Background: an optimization exercise with open tools, aiming at small area. Do not read the settings as production practice.
Only simulation tests tie the RTL to the original design; equivalence was not proved.
No activity file was given, so power comes from the tool's default toggle rates.

==> config.mk <==
export PLATFORM = sky130hd
export DESIGN_NAME = sd_decim
export DESIGN_NICKNAME = sd_decim
export VERILOG_FILES = /design/flow/design.v
export SDC_FILE = /design/flow/constraint.sdc
export NUM_CORES = 4
export LEC_CHECK = 0
export CAP_MARGIN = 20
export CORE_MARGIN = 2
export CORE_UTILIZATION = 40
export PLACE_DENSITY = 0.6
export SLEW_MARGIN = 20
==> constraint.sdc <==
create_clock -name core_clock -period 10.0 [get_ports {clk}]
set_input_delay 2.0000 -clock core_clock [delete_from_list [all_inputs] [get_ports {clk}]]
set_output_delay 2.0000 -clock core_clock [all_outputs]
set_load 0.01 [all_outputs]
==> design.v <==
module sd_sinc3 #(
    parameter FAST = 0
) (
    input  wire        clk,
    input  wire        zero,       
    input  wire        act,        
    input  wire        x,          
    input  wire        main_end,   
    input  wire        fast_end,   
    input  wire [1:0]  osr_sel,
    input  wire [15:0] hf,         
    input  wire [15:0] hm,         
    input  wire [14:0] hl,         
    input  wire [3:0]  fp,         
    input  wire [8:0]  hi_lim,
    input  wire [8:0]  lo_lim,
    output wire [24:0] sum,        
    output wire        clip,
    output wire        lost,       
    output wire [8:0]  fsum,       
    output wire        fover
);
    localparam FW = FAST ? 15 : 0;
    localparam W  = 24 + 24 + 22 + 8 + 6 + 1 + FW;
    reg  [W-1:0] s0, s1, s2;
    wire [W-1:0] head = zero ? {W{1'b0}} : s2;
    wire [W-1:0] nxt;
    always @(posedge clk) begin
        s0 <= nxt;
        s1 <= s0;
        s2 <= s1;
    end
    wire [23:0] a    = head[23:0];
    wire [23:0] b    = head[47:24];
    wire [21:0] c    = head[69:48];
    wire [7:0]  ones = head[77:70];
    wire [5:0]  run  = head[83:78];
    wire        last = head[84];
    wire xa = x && act;
    wire me = act && main_end;
    wire [24:0] sa = {1'b0, a} + (xa ? {9'd0, hf} : 25'd0);
    wire [23:0] sb = b + (xa ? {8'd0, hm} : 24'd0);
    wire [21:0] sc = c + (xa ? {7'd0, hl} : 22'd0);
    wire [8:0]  n  = {1'b0, ones} + {8'd0, xa};
    assign sum = sa;
    wire [23:0] a_n    = me ? sb : sa[23:0];
    wire [23:0] b_n    = me ? {2'd0, sc} : sb;
    wire [21:0] c_n    = me ? 22'd0 : sc;
    wire [7:0]  ones_n = me ? 8'd0 : n[7:0];
    reg [8:0] clip_hi, clip_lo;
    always @(*) begin
        case (osr_sel)
            2'd0:    begin clip_hi = 9'd31;  clip_lo = 9'd1;  end
            2'd1:    begin clip_hi = 9'd61;  clip_lo = 9'd3;  end
            2'd2:    begin clip_hi = 9'd122; clip_lo = 9'd6;  end
            default: begin clip_hi = 9'd244; clip_lo = 9'd12; end
        endcase
    end
    assign clip = (n >= clip_hi) || (n <= clip_lo);
    wire [5:0] run_n;
    wire       last_n;
    sd_lossdet u_loss (
        .act(act), .x(x), .run(run), .last(last),
        .run_n(run_n), .last_n(last_n), .lost(lost)
    );
    generate
        if (FAST) begin : g_fast
            wire [7:0] fa = head[92:85];
            wire [6:0] fb = head[99:93];
            wire [7:0] fa_n;
            wire [6:0] fb_n;
            sd_sinc2 u_fast (
                .act(act), .x(x), .win_end(fast_end), .fp(fp),
                .fa(fa), .fb(fb), .hi_lim(hi_lim), .lo_lim(lo_lim),
                .fa_n(fa_n), .fb_n(fb_n), .sample(fsum), .over(fover)
            );
            assign nxt = {fb_n, fa_n, last_n, run_n, ones_n, c_n, b_n, a_n};
        end else begin : g_nofast
            assign fsum  = 9'd0;
            assign fover = 1'b0;
            assign nxt = {last_n, run_n, ones_n, c_n, b_n, a_n};
        end
    endgenerate
endmodule
module sd_sinc2 (
    input  wire       act,
    input  wire       x,
    input  wire       win_end,     
    input  wire [3:0] fp,          
    input  wire [7:0] fa,
    input  wire [6:0] fb,
    input  wire [8:0] hi_lim,
    input  wire [8:0] lo_lim,
    output wire [7:0] fa_n,
    output wire [6:0] fb_n,
    output wire [8:0] sample,      
    output wire       over
);
    wire xa = x && act;
    wire we = act && win_end;
    wire [8:0] sa = {1'b0, fa} + (xa ? 9'd16 - {5'd0, fp} : 9'd0);
    wire [6:0] sb = fb + (xa ? {3'd0, fp} : 7'd0);
    assign sample = sa;
    assign fa_n   = we ? {1'b0, sb} : sa[7:0];
    assign fb_n   = we ? 7'd0 : sb;
    assign over   = (sa >= hi_lim) || (sa <= lo_lim);
endmodule
module sd_lossdet (
    input  wire       act,
    input  wire       x,
    input  wire [5:0] run,
    input  wire       last,
    output wire [5:0] run_n,
    output wire       last_n,
    output wire       lost
);
    wire same = (run != 6'd0) && (x == last);
    assign run_n  = !act ? run : same ? run + 6'd1 : 6'd1;
    assign last_n = act ? x : last;
    assign lost   = act && same && (run == 6'd63);
endmodule
module sd_decim (
    input  wire         clk,
    input  wire         rst,         
    input  wire         enable,
    input  wire [1:0]   osr_sel,     
    input  wire [6:0]   oc_thr,
    input  wire         mod_tick,
    input  wire [5:0]   sd_in,
    output reg          main_valid,
    output reg  [149:0] main_data,
    output reg  [5:0]   main_clip,
    output reg          fast_valid,
    output reg  [26:0]  fast_data,
    output reg  [2:0]   oc_trip,
    output reg  [5:0]   sd_loss
);
    wire clr  = rst || !enable;
    wire tick = mod_tick && !clr;
    reg        p1, p2, p3;
    reg        clr_d1, clr_d2;       
    reg  [1:0] hc;                   
    reg  [5:0] xcap;                 
    reg  [7:0] phase;                
    reg        primed;               
    wire       act  = (p1 || p2 || p3) && !clr;
    wire       zero = clr || clr_d1 || clr_d2;
    wire [8:0] osr      = 9'd32 << osr_sel;
    wire       main_end = (phase == osr[7:0] - 8'd1);
    wire       fast_end = (phase[3:0] == 4'd15);
    reg  [15:0] hf, hm;
    reg  [14:0] hl;
    reg  [15:0] hf0, hm0;
    always @(*) begin
        case (osr_sel)
            2'd0:    begin hf0 = 16'd528;   hm0 = 16'd496;   end
            2'd1:    begin hf0 = 16'd2080;  hm0 = 16'd2016;  end
            2'd2:    begin hf0 = 16'd8256;  hm0 = 16'd8128;  end
            default: begin hf0 = 16'd32896; hm0 = 16'd32640; end
        endcase
    end
    wire [8:0] n_i = osr - {1'b0, phase};           
    always @(posedge clk) begin
        clr_d1 <= clr;
        clr_d2 <= clr_d1;
        if (clr) begin
            p1     <= 1'b0;
            p2     <= 1'b0;
            p3     <= 1'b0;
            hc     <= 2'd0;
            phase  <= 8'd0;
            primed <= 1'b0;
            hf     <= hf0;
            hm     <= hm0;
            hl     <= 15'd0;
            main_valid <= 1'b0;
            fast_valid <= 1'b0;
        end else begin
            p1 <= tick;
            p2 <= p1;
            p3 <= p2;
            hc <= (hc == 2'd2) ? 2'd0 : hc + 2'd1;
            main_valid <= p3 && main_end;
            fast_valid <= p3 && fast_end;
            if (p3) begin
                if (fast_end)
                    primed <= 1'b1;
                if (main_end) begin
                    phase <= 8'd0;
                    hf    <= hf0;
                    hm    <= hm0;
                    hl    <= 15'd0;
                end else begin
                    phase <= phase + 8'd1;
                    hf    <= hf - {7'd0, n_i};
                    hm    <= hm + {7'd0, n_i} - {8'd0, phase};
                    hl    <= hl + {7'd0, phase};
                end
            end
        end
        if (tick)
            xcap <= sd_in;
    end
    wire [8:0] hi_lim = 9'd128 + {2'd0, oc_thr};
    wire [8:0] lo_lim = 9'd128 - {2'd0, oc_thr};
    wire [24:0] sum0, sum1;
    wire        clip0, clip1, lost0, lost1;
    wire [8:0]  fsum;
    wire        fover;
    sd_sinc3 #(.FAST(1)) u_lane0 (
        .clk(clk), .zero(zero), .act(act), .x(xcap[hc]),
        .main_end(main_end), .fast_end(fast_end), .osr_sel(osr_sel),
        .hf(hf), .hm(hm), .hl(hl), .fp(phase[3:0]),
        .hi_lim(hi_lim), .lo_lim(lo_lim),
        .sum(sum0), .clip(clip0), .lost(lost0), .fsum(fsum), .fover(fover)
    );
    sd_sinc3 #(.FAST(0)) u_lane1 (
        .clk(clk), .zero(zero), .act(act), .x(xcap[3 + hc]),
        .main_end(main_end), .fast_end(fast_end), .osr_sel(osr_sel),
        .hf(hf), .hm(hm), .hl(hl), .fp(phase[3:0]),
        .hi_lim(hi_lim), .lo_lim(lo_lim),
        .sum(sum1), .clip(clip1), .lost(lost1), .fsum(), .fover()
    );
    wire ld_main = act && main_end;
    wire ld_fast = act && fast_end;
    integer j;
    always @(posedge clk) begin
        for (j = 0; j < 3; j = j + 1) begin
            if (clr) begin
                main_data[25*j +: 25]     <= 25'd0;
                main_data[25*j + 75 +: 25] <= 25'd0;
                main_clip[j]     <= 1'b0;
                main_clip[j + 3] <= 1'b0;
                fast_data[9*j +: 9] <= 9'd0;
                oc_trip[j]       <= 1'b0;
                sd_loss[j]       <= 1'b0;
                sd_loss[j + 3]   <= 1'b0;
            end else if (hc == j) begin
                if (ld_main) begin
                    main_data[25*j +: 25]      <= sum0;
                    main_data[25*j + 75 +: 25] <= sum1;
                    main_clip[j]     <= clip0;
                    main_clip[j + 3] <= clip1;
                end
                if (ld_fast) begin
                    fast_data[9*j +: 9] <= fsum;
                    if (primed && fover)
                        oc_trip[j] <= 1'b1;
                end
                if (lost0)
                    sd_loss[j] <= 1'b1;
                if (lost1)
                    sd_loss[j + 3] <= 1'b1;
            end
        end
    end
endmodule
==> run.sh <==
#!/bin/bash
# synth_recipe.tcl (not shown) runs the flow's synth.tcl, then flattens the netlist and writes it again
# the make line also repeats each setting of config.mk as NAME=value (left out here)
make -C /OpenROAD-flow-scripts/flow DESIGN_CONFIG=/design/flow/config.mk WORK_HOME=/design/flow/orfs CLKGATE_MAP_FILE= SYNTH_SCRIPT=/design/flow/synth_recipe.tcl finish
==> run summary <==
[metrics by stage]
step / std cells / total power, uW
2_1_floorplan: 3330 / 3685
4_1_cts: 4629 / 7106
3_5_place_dp: 4473 / 3793
6_report: 4631 / 7042
5_1_grt: 4629 / 7275
3_3_place_gp: 4473 / 3792
[metal layers]
metal  up-vias  part of all wire  GRT usage
met5         -                 0          0
met4         0             0.032    0.07435
met3       144             0.061    0.03672
met2       615              0.44     0.3255
met1     10900              0.47     0.2889
li1      11720                 -          -
[sequential cells by signal, indices dropped and copies added, names as in the netlist, 2 cells and up]
name	cells
u_lane0.s2	100
u_lane1.s1	85
fast_data	27
hl	15
hf	16
u_lane0.s0	100
main_clip	6
hm	15
phase	8
u_lane1.s2	85
u_lane1.s0	85
oc_trip	3
hc	2
main_data	150
u_lane0.s1	100
sd_loss	6
xcap	6
[area by class of cell]
| cell class | instances | share of cell area |
|---|---|---|
| antenna | 2 | 0.0001316 |
| clock buffer | 118 | 0.06506 |
| clock inverter | 38 | 0.01411 |
| inverter | 106 | 0.01059 |
| multi-input combinational | 2264 | 0.3754 |
| sequential | 817 | 0.4397 |
| tap | 1050 | 0.03453 |
| timing repair buffer | 236 | 0.06052 |
[power groups by stage]
stage | registers [uW] | clock network, uW | logic [uW]
CTS | 3360 | 3380 | 368
detailed placement | 3430 | 0 | 365
floorplan | 3410 | 0 | 279
finish | 3360 | 3310 | 373
global placement | 3430 | 0 | 364
global route | 3360 | 3500 | 412
[worst max-delay path by stage]
stage          slack [ns]  cells past startpoint             to
6_report             3.31                     18  main_data[44]
5_1_grt              2.93                     19     oc_trip[2]
4_1_cts              3.34                     19     oc_trip[2]
3_5_place_dp         2.64                     19     oc_trip[2]
3_3_place_gp         2.80                     18  main_data[71]
2_1_floorplan        3.97                     21     oc_trip[0]
[synthesized netlist by cell type (8+ instances only)]
library cell and n:
nor3_1 43, or2_2 12, and3_1 110, inv_1 105, or3_1 12, a22o_1 8, o21a_1 21, edfxtp_1 37
a211oi_1 50, o22ai_1 10, xnor2_1 107, and2_1 141, nand2_1 404, nand4_1 18, buf_2 22, o31ai_1 13
buf_1 9, dfxtp_1 780, nand3_1 90, a21oi_1 235, fa_1 13, o21ai_0 167, clkbuf_1 110, a32o_1 9
o21bai_1 11, a21o_1 46, ha_1 189, mux2i_1 17, xor2_1 90, nor2_1 280, a31oi_1 21, nand2b_1 18
nor2b_1 23
[worst register-to-register path, stage by stage, from the launching register on]
cell and delay (ns):
dfxtp_1 0.41, mux4_2 0.52, buf_4 0.28, nand2_1 0.67, inv_1 0.35, nand2_1 0.25
inv_1 0.07, ha_1 0.27, a21o_1 0.17, a41oi_1 0.16, a31oi_1 0.36, a21oi_1 0.19
a31oi_1 0.45, o21ai_0 0.18, xnor2_1 0.60, nand3_1 0.15, a21oi_1 0.15
[cell families (layout without fill, tap and decap cells)]
group           Yosys count  in the layout  share of synthesized area
compound gates          654            654                     0.1251
xor+xnor                199            199                    0.05524
fa+ha+maj               202            202                    0.08220
buf+inv                 249            498                    0.03048
flops                   817            817                     0.5237
mux                      25             25                   0.008502
other cells               1              3                  0.0001174
simple gates           1183           1183                     0.1746
==> flow_summary.toml <==
[worst_setup_path]
crit_buf_inv = 4
cp_data_arrival_time_ns = 7.26
cp-startpoint = "rst"
slowest_stage = "xnor2_1"
max_stage_delay_ns = 0.60
r2r_end = "main_data[44]"
critPathRequiredTime_ns = 10.58
cp_max_fo = 82
cp_cell_sequence = "clkdlybuf4s50_1 > nor2b_4 > inv_6 > nor2_4 > nand2_1 > inv_1 > nand2_1 > inv_1 > ha_1 > a21o_1 > a41oi_1 > a31oi_1 > a21oi_1 > a31oi_1 > o21ai_0 > xnor2_1 > nand3_1 > a21oi_1"
cp-end-kind = "register"
r2r_start = "hc[0]"
startpoint_type = "primary input"
critical_path.top_delay_family = "compound AO/OA/AOI/OAI gates"
critPathKind = "in -> reg"
r2r_cells = 16
rrSetupSlack_ns = 4.68

[cells_and_area]
seqCellArea_um2 = 16730
nets = 3732
mostFrequentLayoutCells = "dfxtp_1, nand2_1, nor2_1, a21oi_1, clkdlybuf4s50_1"
final_common_cell = "dfxtp_1"
multi_input_area_um2 = 14280
layout-drive-gt1-share = 0.05979
fin_area_um2 = 38040
utilization = 0.4816
num-fill-cells = 7416
synthToLayoutAreaGrowth_pct = 19.12

[grt]
grt_overflow_total = 0
antenna_found_initial = 2
grt_pass1_vias = 22270
grt_pass1_wl_um = 132000
grt_max_degree = 90
track_usage = 0.2083

[timing]
rsz0062_at_grt = "false"
finalHoldViolCount = 0
max_slew.worst_pin.slew_ns = 1.043
finClkSkew_ns = 0.03660
drv_slew = 0
finalWorstSetupSlack_ns = 3.314
setup_viol = 0
fin_hold_ws_ns = 0.2875
slew_headroom = 0.3030
period_needed_ns = 6.686
min_period_over_period = 0.6686
fin_setup_tns_ns = 0
fmax_mhz = 149.6

[yosys]
yosysUniqueCellTypes = 84
synth_largest_area_cell = "dfxtp_1"
synth_nets = 3551
ys_seq_elements = 817
synthDominantCellAreaShare = 0.4890
ys.flop_type = "dfxtp_1"
synth.cell_area_um2 = 31940
yosysWarnings = 3
async_reset_ff_frac = 0
seq_area_frac_synth = 0.5237
synth.avg_cell_area_um2 = 9.590
synth_edf_count = 37
synth.area.top_cells = "dfxtp_1, ha_1, nand2_1, a21oi_1, edfxtp_1"
syn-instance-count = 3330

[clock_network]
root_buffer = "clkbuf_16"
numCtsBuffers = 86
post-cts-setup-buffers = 0
ctsResizeCount = 0
cts_buffer_depth = 3
cts_tree = "yes"
htree_levels = 3
hold_buffers = 0
clkTransAtPathRegs_ns = 0.06
clk-insertion-delay-late_ns = 0.66
clock-sinks = 817

[drt]
drt-total-wl_um = 86890
drt_pass1_iterations = 5
ant_nets = 0
vias = 23380
drc = 0
drt_iter0_markers = 1653
vias_per_cell = 5.049
wl_per_cell_um = 18.76

[power]
p_seq_frac = 0.477
leakagePower_uw = 0.01552
pwr-share-clk = 0.471
p_int_uw = 5433
power_density_nw_per_um2 = 185.1
p_comb_frac = 0.053
switching_share = 0.2285
power_switching_uw = 1609
peakVddDrop_v = 0.0001184

[outcome]
outcome = "no timing/DRC/antenna violations"

[floorplanning]
std_cell_rows = 103
start_util = 0.4043
die_y_um = 286.6
die_w_um = 286.6
pin_count = 213
fp.coreArea_um2 = 79000
die_area_um2 = 82120

[hold_path]
whs_path_depth = 0
hold_path_class = "reg -> reg"
hold_end = "u_lane0.s2[54]"
hp-start = "u_lane0.s1[54]"

[place]
place_area_um2 = 35030
place_ws_ns = 2.640
io_buffer_count = 212
hpwl_um = 62420
gp_congestion = 0.9085

[run]
drv_cap = 0

-- what the ideal ports hide --
The results above use ideal ports. As a check the final layout listed here was re-extracted and re-timed, cells and wires unchanged. Step 1 (the two cells are an assumption about what drives the block):
set clk [get_ports {clk}]
set_driving_cell -lib_cell sky130_fd_sc_hd__clkbuf_16 $clk
set_driving_cell -lib_cell sky130_fd_sc_hd__buf_2 [delete_from_list [all_inputs] $clk]
Step 2 times the ports against the registers' clock, not the clock port: input delays grow and output delays shrink by t, the midpoint of the rising clock arrivals with the driver on. a / b / c = ideal / step 1 / step 2; a / b = the first two.
t, ns: 0.701
slack for setup (ns): 3.314 / 3.350 / 2.649
worst hold slack (ns): 0.288 / 0.288 / 0.288
worst setup path at the end: input to register
After both steps setup and hold are still met in this run. The setup slack of this run moves by +0.036 ns with the drivers and by -0.665 ns with both steps.
